What follows belongs to an exercise in optimizing a design on an open flow for a short achievable clock period and few clock cycles; a production flow would make more cautious choices.
In this exercise RTL edits were held to simulation tests only and were not proved equivalent to the original.
Power and IR drop assume default switching activity.

==> flow/design.v (outline; a module is shown in full before it is edited, if it fits) <==
// module weevil_core: 919 lines
module weevil_core (
    input  wire        clk,
    input  wire        rst,
    input  wire [1:0]  core_id,
    output reg         mem_req,
    output reg         mem_we,
    output reg  [31:0] mem_addr,
    output reg  [3:0]  mem_be,
    output reg  [31:0] mem_wdata,
    input  wire        mem_ready,
    input  wire [31:0] mem_rdata,
    output reg         halted,
    output reg         fault
);
  // ...
==> flow/flow/run.sh <==
#!/bin/bash
# Standard ORFS layout (the standard.sh, standard synthesis unchanged), with
# repair_timing asked for extra setup margin so that the resizer keeps
# optimising paths well below the 20 ns constraint. Clock, I/O delays and loads
# are the design's constraint.sdc as given.
set -euo pipefail
MARGIN=$(cat flow/margin.txt)
sed "s/\"\${@:-finish}\"/SETUP_SLACK_MARGIN=${MARGIN} \"\${@:-finish}\"/" standard.sh > tuned_standard.sh
grep -q "SETUP_SLACK_MARGIN=${MARGIN}" tuned_standard.sh
bash tuned_standard.sh finish > orfs_make.log 2>&1
==> flow/flow/margin.txt <==
15
==> flow/standard.sh <==
#!/bin/bash
# synth_recipe.tcl (not shown) runs the flow's synth.tcl, then flattens the netlist and writes it again
# the make line also repeats each setting of config.mk as NAME=value (left out here)
make -C /OpenROAD-flow-scripts/flow DESIGN_CONFIG=/design/flow/config.mk WORK_HOME=/design/flow/orfs CLKGATE_MAP_FILE= SYNTH_SCRIPT=/design/flow/synth_recipe.tcl "${@:-finish}"
==> flow/config.mk <==
export PLATFORM = sky130hd
export DESIGN_NAME = weevil_core
export DESIGN_NICKNAME = weevil_core
export VERILOG_FILES = /design/flow/design.v
export SDC_FILE = /design/flow/constraint.sdc
export NUM_CORES = 4
export LEC_CHECK = 0
export ABC_CLOCK_PERIOD_IN_PS = 5000
export CAP_MARGIN = 30
export CELL_PAD_IN_SITES_DETAIL_PLACEMENT = 1
export CORE_MARGIN = 2
export CORE_UTILIZATION = 22
export PLACE_DENSITY = 0.35
export SLEW_MARGIN = 60
==> flow/constraint.sdc <==
create_clock -name core_clock -period 20.0 [get_ports {clk}]
set_input_delay 4.0000 -clock core_clock [delete_from_list [all_inputs] [get_ports {clk}]]
set_output_delay 4.0000 -clock core_clock [all_outputs]
set_load 0.01 [all_outputs]
==> flow_summary.json, run 1 <==
{
  "place_ws_ns": 11.98,
  "required_ns": 16.00,
  "max_cap_viol_count": 0,
  "cts_setup_buffers": 945,
  "coreArea_mm2": 1.27,
  "path_cells": "buf_8 > buf_6",
  "cts_tree": "yes",
  "n_fill_cell": 138000,
  "seq_cells": 5047,
  "first_pass_iters": 13,
  "syn_avg_cell_area_um2": 11.3,
  "die_h_mm": 1.13,
  "endpoint": "mem_wdata[3]",
  "buf_share_pct": 11.5,
  "grt-ovfl-total": 0,
  "regArea_mm2": 0.144,
  "nWellTaps": 16800,
  "grt_pass1_vias": 243000,
  "rsz0062_at_grt": "true",
  "cp-start-kind": "flip-flop",
  "final_util_pct": 29.7,
  "status": "no timing/DRC/antenna violations",
  "multi_input_area_mm2": 0.144,
  "synth_top_area_share_pct": 45.1,
  "std_cell_rows": 414,
  "holdCritStartpoint": "d_late_oh[13]",
  "p_sw_w": 0.0237,
  "synthAdderAreaFrac_pct": 11.0,
  "synth-simple-area-share_pct": 10.7,
  "crit_family": "flip-flops",
  "nNetsFinal": 28800,
  "worst-path-max-fanout": 1,
  "wl_mm": 1760,
  "vias": 250000,
  "regMostFlops": "ic_data",
  "powerSeq_w": 0.0137,
  "p_leak_nw": 133,
  "dpl_cell_area_mm2": 0.316,
  "arrival_ns": 2.03,
  "mostFrequentLayoutCell": "edfxtp_1",
  "die_area_mm2": 1.28
}
Testbench counts, summed over its fixed seeds: cycles 124,118.
==> run 2: changes to the inputs <==
--- a/flow/design.v
+++ b/flow/design.v
@@ -115,16 +115,18 @@
     wire [31:0] imm_zx = {16'd0, i_imm};
     reg         x_binv, x_bimm, x_cin1, x_cinc, x_musevb;
     reg  [31:0] x_imm, x_moff, x_mbase;
     wire [31:0] add_a = va;
     wire [31:0] add_b = (x_bimm ? x_imm : vb) ^ {32{x_binv}};
     wire        add_cin = x_cin1 | (x_cinc & fl_c);
     wire [32:0] add_sum = {1'b0, add_a} + {1'b0, add_b} + {32'd0, add_cin};
     wire        add_v   = (add_a[31] == add_b[31]) && (add_sum[31] != add_a[31]);
+    wire [31:0] add_zx  = (add_a ^ add_b) ^ {add_a[30:0] | add_b[30:0], add_cin};
+    wire        add_z   = (add_zx == 32'd0);
     wire [4:0]  sh_amt = r_fn[2] ? r_shamt : vb2[4:0];
     function [31:0] rev32(input [31:0] x);
         integer k;
         for (k = 0; k < 32; k = k + 1) rev32[k] = x[31 - k];
     endfunction
     wire        sh_left = (r_fn[1:0] == 2'b00);
     wire [31:0] sh_in   = sh_left ? rev32(va2) : va2;
     wire [31:0] sh_hi   = (r_fn[1:0] == 2'b10) ? {32{va2[31]}} :
@@ -210,118 +212,154 @@
     reg        ex_illegal, ex_misal;
     reg [31:0] ex_misal_addr;
     reg        ex_trap, ex_brk;
     reg        wr_en;
     reg [3:0]  wr_idx;
     reg [31:0] wr_val;
     reg        fl_set_nz, fl_set_c, fl_set_v;
     reg        n_n, n_z, n_c, n_v;
+    reg  [13:0] x_rs;
+    reg         x_lzx, x_mm_signed, x_mm_max, x_div0q;
+    reg  [31:2] x_apc;
+    wire [31:0] lg_b   = x_lzx ? {16'd0, x_imm[15:0]} : vb;
+    wire        mm_lt  = x_mm_signed ? ($signed(va) < $signed(vb)) : (va < vb);
+    wire        mm_gt  = x_mm_signed ? ($signed(va) > $signed(vb)) : (va > vb);
+    wire [31:0] mm_res = (x_mm_max ? mm_gt : mm_lt) ? va : vb;
+    wire [31:0] res_fast =
+        ({32{x_rs[0]}}  & add_sum[31:0]) |
+        ({32{x_rs[1]}}  & (va & lg_b)) |
+        ({32{x_rs[2]}}  & (va | lg_b)) |
+        ({32{x_rs[3]}}  & (va ^ lg_b)) |
+        ({32{x_rs[4]}}  & (va & ~vb)) |
+        ({32{x_rs[5]}}  & sh_res) |
+        ({32{x_rs[6]}}  & mm_res) |
+        ({32{x_rs[7]}}  & {26'd0, clz}) |
+        ({32{x_rs[8]}}  & {va2[7:0], va2[15:8], va2[23:16], va2[31:24]}) |
+        ({32{x_rs[9]}}  & {{24{va2[7]}}, va2[7:0]}) |
+        ({32{x_rs[10]}} & {{16{va2[15]}}, va2[15:0]}) |
+        ({32{x_rs[11]}} & (x_div0q ? 32'hFFFF_FFFF : va2)) |
+        ({32{x_rs[12]}} & {x_imm[15:0], 16'd0}) |
+        ({32{x_rs[13]}} & {x_apc, 2'b00});
+    function [13:0] rsel_of(input [31:0] w);
+        reg [5:0] f;
+        begin
+            rsel_of = 14'd0;
+            f = w[29:24];
+            if (w[31:30] == 2'b00) begin
+                rsel_of[0]  = (f <= 6'h03) || (f == 6'h17);
+                rsel_of[1]  = (f == 6'h04) || (f == 6'h18);
+                rsel_of[2]  = (f == 6'h05);
+                rsel_of[3]  = (f == 6'h06);
+                rsel_of[4]  = (f == 6'h07);
+                rsel_of[5]  = (f >= 6'h08) && (f <= 6'h0F);
+                rsel_of[6]  = (f >= 6'h19) && (f <= 6'h1C);
+                rsel_of[7]  = (f == 6'h1D);
+                rsel_of[8]  = (f == 6'h1E);
+                rsel_of[9]  = (f == 6'h1F);
+                rsel_of[10] = (f == 6'h20);
+                rsel_of[11] = (f >= 6'h13) && (f <= 6'h16);
+            end else if (w[31:30] == 2'b01) begin
+                rsel_of[0]  = (w[29:26] == 4'd0) || (w[29:26] == 4'd4);
+                rsel_of[1]  = (w[29:26] == 4'd1) || (w[29:26] == 4'd5);
+                rsel_of[2]  = (w[29:26] == 4'd2);
+                rsel_of[3]  = (w[29:26] == 4'd3);
+                rsel_of[12] = (w[29:26] == 4'd6);
+                rsel_of[13] = (w[29:26] == 4'd7);
+            end
+        end
+    endfunction
     reg        jump;
+    reg        z_add;        
     reg [31:0] jump_pc;
     reg        is_mem, is_load, is_amo, is_div, is_mul, is_wait, is_rfe, is_crw, is_fence;
     reg [31:0] res;
     wire       div0 = (vb2 == 32'd0);
     always @(*) begin
         ex_illegal = 1'b0; ex_misal = 1'b0; ex_misal_addr = 32'd0;
         ex_trap = 1'b0; ex_brk = 1'b0;
         wr_en = 1'b0; wr_idx = 4'd0; wr_val = 32'd0;
         fl_set_nz = 1'b0; fl_set_c = 1'b0; fl_set_v = 1'b0;
         n_n = fl_n; n_z = fl_z; n_c = fl_c; n_v = fl_v;
-        jump = 1'b0; jump_pc = br_target;
+        jump = 1'b0; jump_pc = br_target; z_add = 1'b0;
         is_mem = 1'b0; is_load = 1'b0; is_amo = 1'b0; is_div = 1'b0; is_mul = 1'b0;
         is_wait = 1'b0; is_rfe = 1'b0; is_crw = 1'b0; is_fence = 1'b0;
         res = 32'd0;
         case (fmt)
         2'b00: begin
             wr_idx = r_rd;
             wr_en  = 1'b1;
             fl_set_nz = r_s;
             if (ir[5:0] != 6'd0) ex_illegal = 1'b1;
             if (r_shamt != 5'd0 && !(r_fn >= 6'h0C && r_fn <= 6'h0F)) ex_illegal = 1'b1;
             case (r_fn)
                 6'h00, 6'h01, 6'h02, 6'h03, 6'h17: begin
-                    res = add_sum[31:0];
+                    z_add = 1'b1;
                     fl_set_c = r_s; fl_set_v = r_s;
                     n_c = add_sum[32]; n_v = add_v;
                     if (r_fn == 6'h17) begin
                         wr_en = 1'b0;
                         fl_set_nz = 1'b1; fl_set_c = 1'b1; fl_set_v = 1'b1;
                         if (r_rd != 4'd0) ex_illegal = 1'b1;
                     end
                 end
-                6'h04: res = va & vb;
-                6'h05: res = va | vb;
-                6'h06: res = va ^ vb;
-                6'h07: res = va & ~vb;
-                6'h08, 6'h09, 6'h0A, 6'h0B, 6'h0C, 6'h0D, 6'h0E, 6'h0F: begin
-                    res = sh_res; n_c = sh_c;
-                end
+                6'h04, 6'h05, 6'h06, 6'h07: ;
+                6'h08, 6'h09, 6'h0A, 6'h0B, 6'h0C, 6'h0D, 6'h0E, 6'h0F: n_c = sh_c;
                 6'h10, 6'h11, 6'h12: begin
                     is_mul = 1'b1; wr_en = 1'b0; fl_set_nz = 1'b0;
                 end
                 6'h13, 6'h14, 6'h15, 6'h16: begin
-                    if (div0) res = (r_fn == 6'h13 || r_fn == 6'h14) ? 32'hFFFF_FFFF : va2;
-                    else begin is_div = 1'b1; fl_set_nz = 1'b0; end    
+                    if (!div0) begin is_div = 1'b1; fl_set_nz = 1'b0; end    
                 end
                 6'h18: begin
-                    res = va & vb; wr_en = 1'b0; fl_set_nz = 1'b1;
+                    wr_en = 1'b0; fl_set_nz = 1'b1;
                     if (r_rd != 4'd0) ex_illegal = 1'b1;
                 end
-                6'h19: res = ($signed(va) < $signed(vb)) ? va : vb;
-                6'h1A: res = ($signed(va) > $signed(vb)) ? va : vb;
-                6'h1B: res = (va < vb) ? va : vb;
-                6'h1C: res = (va > vb) ? va : vb;
-                6'h1D: res = {26'd0, clz};
-                6'h1E: res = {va2[7:0], va2[15:8], va2[23:16], va2[31:24]};
-                6'h1F: res = {{24{va2[7]}}, va2[7:0]};
-                6'h20: res = {{16{va2[15]}}, va2[15:0]};
+                6'h19, 6'h1A, 6'h1B, 6'h1C, 6'h1D, 6'h1E, 6'h1F, 6'h20: ;
                 default: ex_illegal = 1'b1;
             endcase
             if (r_fn >= 6'h08 && r_fn <= 6'h0F) fl_set_c = r_s && (sh_amt != 5'd0);
             if (r_fn >= 6'h0C && r_fn <= 6'h0F && r_rb != 4'd0) ex_illegal = 1'b1;
             if (r_fn >= 6'h1D && r_fn <= 6'h20 && r_rb != 4'd0) ex_illegal = 1'b1;
+            res = res_fast;
             wr_val = res;
-            n_n = res[31]; n_z = (res == 32'd0);
+            n_n = res[31]; n_z = z_add ? add_z : (res == 32'd0);
         end
         2'b01: begin
             wr_idx = i_rd;
             wr_en  = 1'b1;
             fl_set_nz = i_s;
             if (ir[16]) ex_illegal = 1'b1;
             case (i_fn)
                 4'd0, 4'd4: begin
-                    res = add_sum[31:0];
+                    z_add = 1'b1;
                     fl_set_c = i_s; fl_set_v = i_s;
                     n_c = add_sum[32]; n_v = add_v;
                     if (i_fn == 4'd4) begin
                         wr_en = 1'b0;
                         fl_set_nz = 1'b1; fl_set_c = 1'b1; fl_set_v = 1'b1;
                         if (i_rd != 4'd0) ex_illegal = 1'b1;
                     end
                 end
-                4'd1: res = va & imm_zx;
-                4'd2: res = va | imm_zx;
-                4'd3: res = va ^ imm_zx;
+                4'd1, 4'd2, 4'd3: ;
                 4'd5: begin
-                    res = va & imm_zx; wr_en = 1'b0; fl_set_nz = 1'b1;
+                    wr_en = 1'b0; fl_set_nz = 1'b1;
                     if (i_rd != 4'd0) ex_illegal = 1'b1;
                 end
                 4'd6: begin
-                    res = {i_imm, 16'd0};
                     if (i_ra != 4'd0 || i_s) ex_illegal = 1'b1;
                 end
                 4'd7: begin
-                    res = pc + {imm_sx[29:0], 2'b00};
                     if (i_ra != 4'd0 || i_s) ex_illegal = 1'b1;
                 end
                 default: ex_illegal = 1'b1;
             endcase
+            res = res_fast;
             wr_val = res;
-            n_n = res[31]; n_z = (res == 32'd0);
+            n_n = res[31]; n_z = z_add ? add_z : (res == 32'd0);
         end
         2'b10: begin
             is_mem  = 1'b1;
             is_load = (m_op <= 3'd4);
             case (m_mode)
                 2'b00: if (ir[16:12] != 5'd0) ex_illegal = 1'b1;
                 2'b01, 2'b10: if (ir[16:0] != 17'd0 || m_rb == 4'd0 ||
                                   (is_load && m_rt == m_rb)) ex_illegal = 1'b1;
@@ -767,16 +805,22 @@
                           (d_ir[31:30] == 2'b01 && d_ir[29:26] == 4'd4);
                 x_cinc <= (d_ir[31:30] == 2'b00 && (d_ir[29:24] == 6'h02 || d_ir[29:24] == 6'h03));
                 x_imm  <= {{16{d_ir[15]}}, d_ir[15:0]};
                 x_musevb <= (d_ir[26:25] == 2'b11);
                 x_moff <= (d_ir[26:25] == 2'b00) ? {{20{d_ir[11]}}, d_ir[11:0]} :
                           (d_ir[26:25] == 2'b10) ? -d_msize : 32'd0;
                 x_mbase <= (d_ir[26:25] == 2'b01) ? d_msize : -d_msize;
                 ir <= d_ir; ir_pc <= d_pc; x_pn <= d_pn_eff;
+                x_rs <= rsel_of(d_ir);
+                x_lzx <= (d_ir[31:30] == 2'b01);
+                x_mm_signed <= (d_ir[29:24] == 6'h19) || (d_ir[29:24] == 6'h1A);
+                x_mm_max <= (d_ir[29:24] == 6'h1A) || (d_ir[29:24] == 6'h1C);
+                x_div0q <= (d_ir[29:24] == 6'h13) || (d_ir[29:24] == 6'h14);
+                x_apc <= d_pc + {{14{d_ir[15]}}, d_ir[15:0]};
                 x_btarget <= d_btarget; x_pcp4 <= d_pcp4;
                 x_tk_ok <= (d_btarget == d_pn_eff); x_nt_ok <= (d_pcp4 == d_pn_eff);
                 ir_fl <= d_fl; ir_md <= d_md; ir_mem <= d_mem; ir_amo <= d_amo; ir_sys <= d_sys;
                 x_late <= d_late; x_late_oh <= d_late_oh;
                 va <= ((x_wr_oh & d_ra) != 15'd0) ? wr_val : ((mb_oh & d_ra) != 15'd0) ? mul_res :
                       ((dv_rd_oh & d_ra) != 15'd0) ? dv_res :
                       ((ld_byp_oh & d_ra) != 15'd0) ? ld_val : d_va;
                 vb <= ((x_wr_oh & d_rb) != 15'd0) ? wr_val : ((mb_oh & d_rb) != 15'd0) ? mul_res :
==> run 2 against run 1 <==
  * Final area up 2.5%
  * Power down 3.1%
  * Via count up 1.7%
  * Critical path depth down 1
  * Highest routed layer unchanged
  * Wire length up 2.0%
  * Synthesized area up 0.50%
  * Largest power group unchanged
  * Core utilization up 0.58 points
  * Critical endpoint is now mem_wdata[4]
  * Combinational power down 7.3%
  * Non-clock buffer count up 338
  * Flip-flop and latch count up 31
==> flow_summary.json, run 2 <==
{
  "status": "no timing/DRC/antenna violations",
  "p_total_w": 0.0507,
  "largest_reg_flops": 1024,
  "synth_area_mm2": 0.282,
  "report.final.slew_viol_count": 0,
  "fin_setup_tns_ns": 0,
  "die_h_mm": 1.14,
  "finalCritPeriodShare_pct": 30.0,
  "path_clk_slew_ns": 0.06,
  "synth_common_cells": "edfxtp_1, nand2_1, a22oi_1, nor2_1, clkbuf_1",
  "cts_hold_buf": 0,
  "clk_latency_ns": 1.21,
  "drt_iter0_drc": 35700,
  "die_area_mm2": 1.29,
  "first_pass_iters": 11,
  "io_pins": 109,
  "final_area_mm2": 0.387,
  "port_buffers": 106,
  "path_cells": "buf_2",
  "synth_seq_area_share_pct": 51.1,
  "rsz0062_at_grt": "true",
  "largest_registers": "ic_data (1024), btb_tgt (960), ic_tag (800)",
  "cpPeakStageDelay_ns": 0.63,
  "arrival_ns": 2.00,
  "die_x_mm": 1.14,
  "std_cell_rows": 415,
  "worst-path-max-fanout": 1,
  "async_flop_share_pct": 0,
  "mostFrequentLayoutCell": "edfxtp_1",
  "crit_path_end_kind": "output pin",
  "clkSinkCount": 5078,
  "syn_avg_cell_area_um2": 11.2,
  "worstMarginPinSlew_ns": 0.755,
  "synth-edff-count": 4250,
  "vias": 254000,
  "grt_max_degree": 96,
  "post_drt_wl_per_cell_um": 39.9,
  "clock_skew_ns": 0.120,
  "yosysTopAreaCell": "edfxtp_1",
  "root_buffer": "clkbuf_16",
  "clock.fmax_mhz": 167,
  "synthTopCellsByArea": "edfxtp_1, fa_1, dfxtp_1, a22oi_1, ha_1",
  "crit_family": "flip-flops",
  "hp-class": "reg2reg",
  "antenna_found_initial": 201,
  "initial_core_util_pct": 22.1,
  "synth_cell_types": 125,
  "final_cell_mix": "edfxtp_1, nand2_1, a22oi_1",
  "yosysWarnings": 2,
  "dp.final_hpwl_mm": 1130,
  "multi_input_area_mm2": 0.146,
  "r2r_cells": 29,
  "cp_num_cells": 1,
  "hold_viol": 0,
  "required_ns": 16.00,
  "area_growth_syn_to_layout_pct": 37.0,
  "nNetsFinal": 29500,
  "max_cap_viol_count": 0,
  "gp_congestion": 0.960,
  "yosysMostFrequentCell": "edfxtp_1",
  "cp_slowest_cell": "edfxtp_1",
  "cp-start-kind": "flip-flop",
  "place_ws_ns": 12.21,
  "clockBufferDepth": 5,
  "cts-buffers-inserted": 625,
  "syn_inst": 25200,
  "regMostFlops": "ic_data",
  "period_needed_ns": 6.00,
  "worstSetupPathType": "reg2out",
  "grt_pass1_vias": 246000,
  "synth_top_area_share_pct": 45.3,
  "coreArea_mm2": 1.28,
  "power_per_cell_area_mw_per_mm2": 131,
  "grt-ovfl-total": 0,
  "n_fill_cell": 138000,
  "irDropWorstVdd_mv": 0.167,
  "p_leak_nw": 137,
  "drtAntennaViolNets": 0,
  "cts_tree": "yes",
  "drive_above_1_share_pct": 27.7,
  "hold_depth": 0,
  "grt_usage_pct": 26.0,
  "regArea_mm2": 0.144,
  "grt_pass1_wl_mm": 2310,
  "path_buf_inv": 1,
  "wl_mm": 1800,
  "timing.slew.headroom_pct": 49.6,
  "setup_slack_ns": 14.00,
  "h-tree-depth": 6,
  "viasPerCell": 5.63,
  "setup-violations-final": 0,
  "drc": 0,
  "synth_ff_type": "edfxtp_1",
  "yosys_register_bits": 5078,
  "dpl_cell_area_mm2": 0.318
}
run 2: cell types whose count changed in the layout (fill, tap and decap cells not counted), sizes merged, moves of 91 or more:
cell / previous run / this run
buf: 3134 / 3437
nand2: 1812 / 2055
a22oi: 1637 / 1806
nor2: 1591 / 1730
o21ai: 1063 / 939
a32oi: 172 / 63
a221oi: 560 / 469
run 2: metrics by stage:
| stage | hold WS (ns) | utilization [%] | cells |
|---|---|---|---|
| after floorplan | 0.400 | - | 25200 |
| after global placement | 0.411 | 24.2 | 41400 |
| after detailed placement | 0.406 | 24.9 | 41800 |
| after CTS | 0.420 | 28.7 | 44200 |
| after global routing | 0.424 | 30.2 | 45100 |
| final | 0.414 | 30.3 | 45100 |
run 2: worst paths after layout:
check | slack [ns] | end | start
worst min-delay path | 0.41 | ir_mem | d_mem
worst max register to register | 14.36 | vb[0] | vb[0]
worst min register to register | 0.41 | ir_mem | d_mem
worst max-delay path | 14.00 | mem_wdata[4] | mem_wdata[4]
run 2: final cells by class:
| type | instances | share of cell area, % |
|---|---|---|
| Antenna cell | 64 | 0.0414 |
| Clock buffer | 788 | 4.29 |
| Clock inverter | 327 | 0.793 |
| Inverter | 1437 | 1.45 |
| Multi-Input combinational cell | 16900 | 37.7 |
| Sequential cell | 5078 | 37.4 |
| Tap cell | 16900 | 5.47 |
| Timing Repair Buffer | 3663 | 12.9 |
| Timing Repair inverter | 2 | 0.00647 |
run 2: routing by layer:
metal  part of all wire [%]  routed length, um  vias to the layer above  track usage [%]
met5                  0.049                888                        -                0
met4                    6.7             121000                       58             13.2
met3                    9.0             163000                     4015             5.83
met2                     43             779000                    14500             39.8
met1                     41             735000                   136000             34.4
li1                       -                  -                    99700                -
run 2: cells by family (layout without fill, tap and decap cells):
group / Yosys count / in the layout / share of synthesized area (%)
AOI/OAI and AO/OA: 6955 / 6958 / 17.2
and+or+nand+nor: 6730 / 6748 / 11.3
DFF: 5078 / 5078 / 51.1
buffers and inverters: 3234 / 6217 / 4.34
adders and majority gates: 1800 / 1800 / 11.0
xor gates and xnor gates: 735 / 735 / 2.33
muxes: 623 / 626 / 2.60
other: 1 / 66 / 0.00133
run 2: what timing repair did:
action	4_1_cts	5_1_grt
endpoints found under the setup margin	5169	2913
gates cloned	253	181
pin swaps	673	765
buffers inserted	1031	631
gates resized for setup	3296	2013
run 2: power breakdown:
part	internal, W	switching (W)	leakage [nW]
registers	0.0127	0.00105	45.5
logic	0.00889	0.0166	81.5
clock network	0.00641	0.00505	9.58
total	0.0280	0.0227	137
Testbench counts of run 2, summed over its fixed seeds: cycles 124,118.

-- separate check: timing with driven ports --
The flow's constraints put no driver on any port. The routed layouts listed below were extracted and timed again, unchanged, in two steps.
Step 1: set_driving_cell puts a clkbuf_16 on clk and a buf_2 on each other input, an assumption about the parent block.
Step 2, shift: input delay + t, output delay - t, t = (earliest + latest rising clock arrival at the registers) / 2. This alone moves slack from input paths to output paths.
Three values: ideal, step 1, step 2; two values: the first two.
| run | shift t [ns] | setup slack, ns | worst hold slack (ns) | worst slew at a driven data input, ns | cell pins on the clock port's net |
|---|---|---|---|---|---|
| run 1 | 1.319 | 13.967 / 13.804 / 12.996 | 0.390 / 0.390 / 0.390 | 0.24 | 1 |
| run 2 | 1.315 | 14.004 / 13.839 / 12.956 | 0.414 / 0.414 / 0.414 | 0.58 | 1 |
After both steps every run listed still meets setup and hold. The setup slack of run 2, which loses most, moves by -0.165 ns with the drivers and by -1.048 ns with both steps.
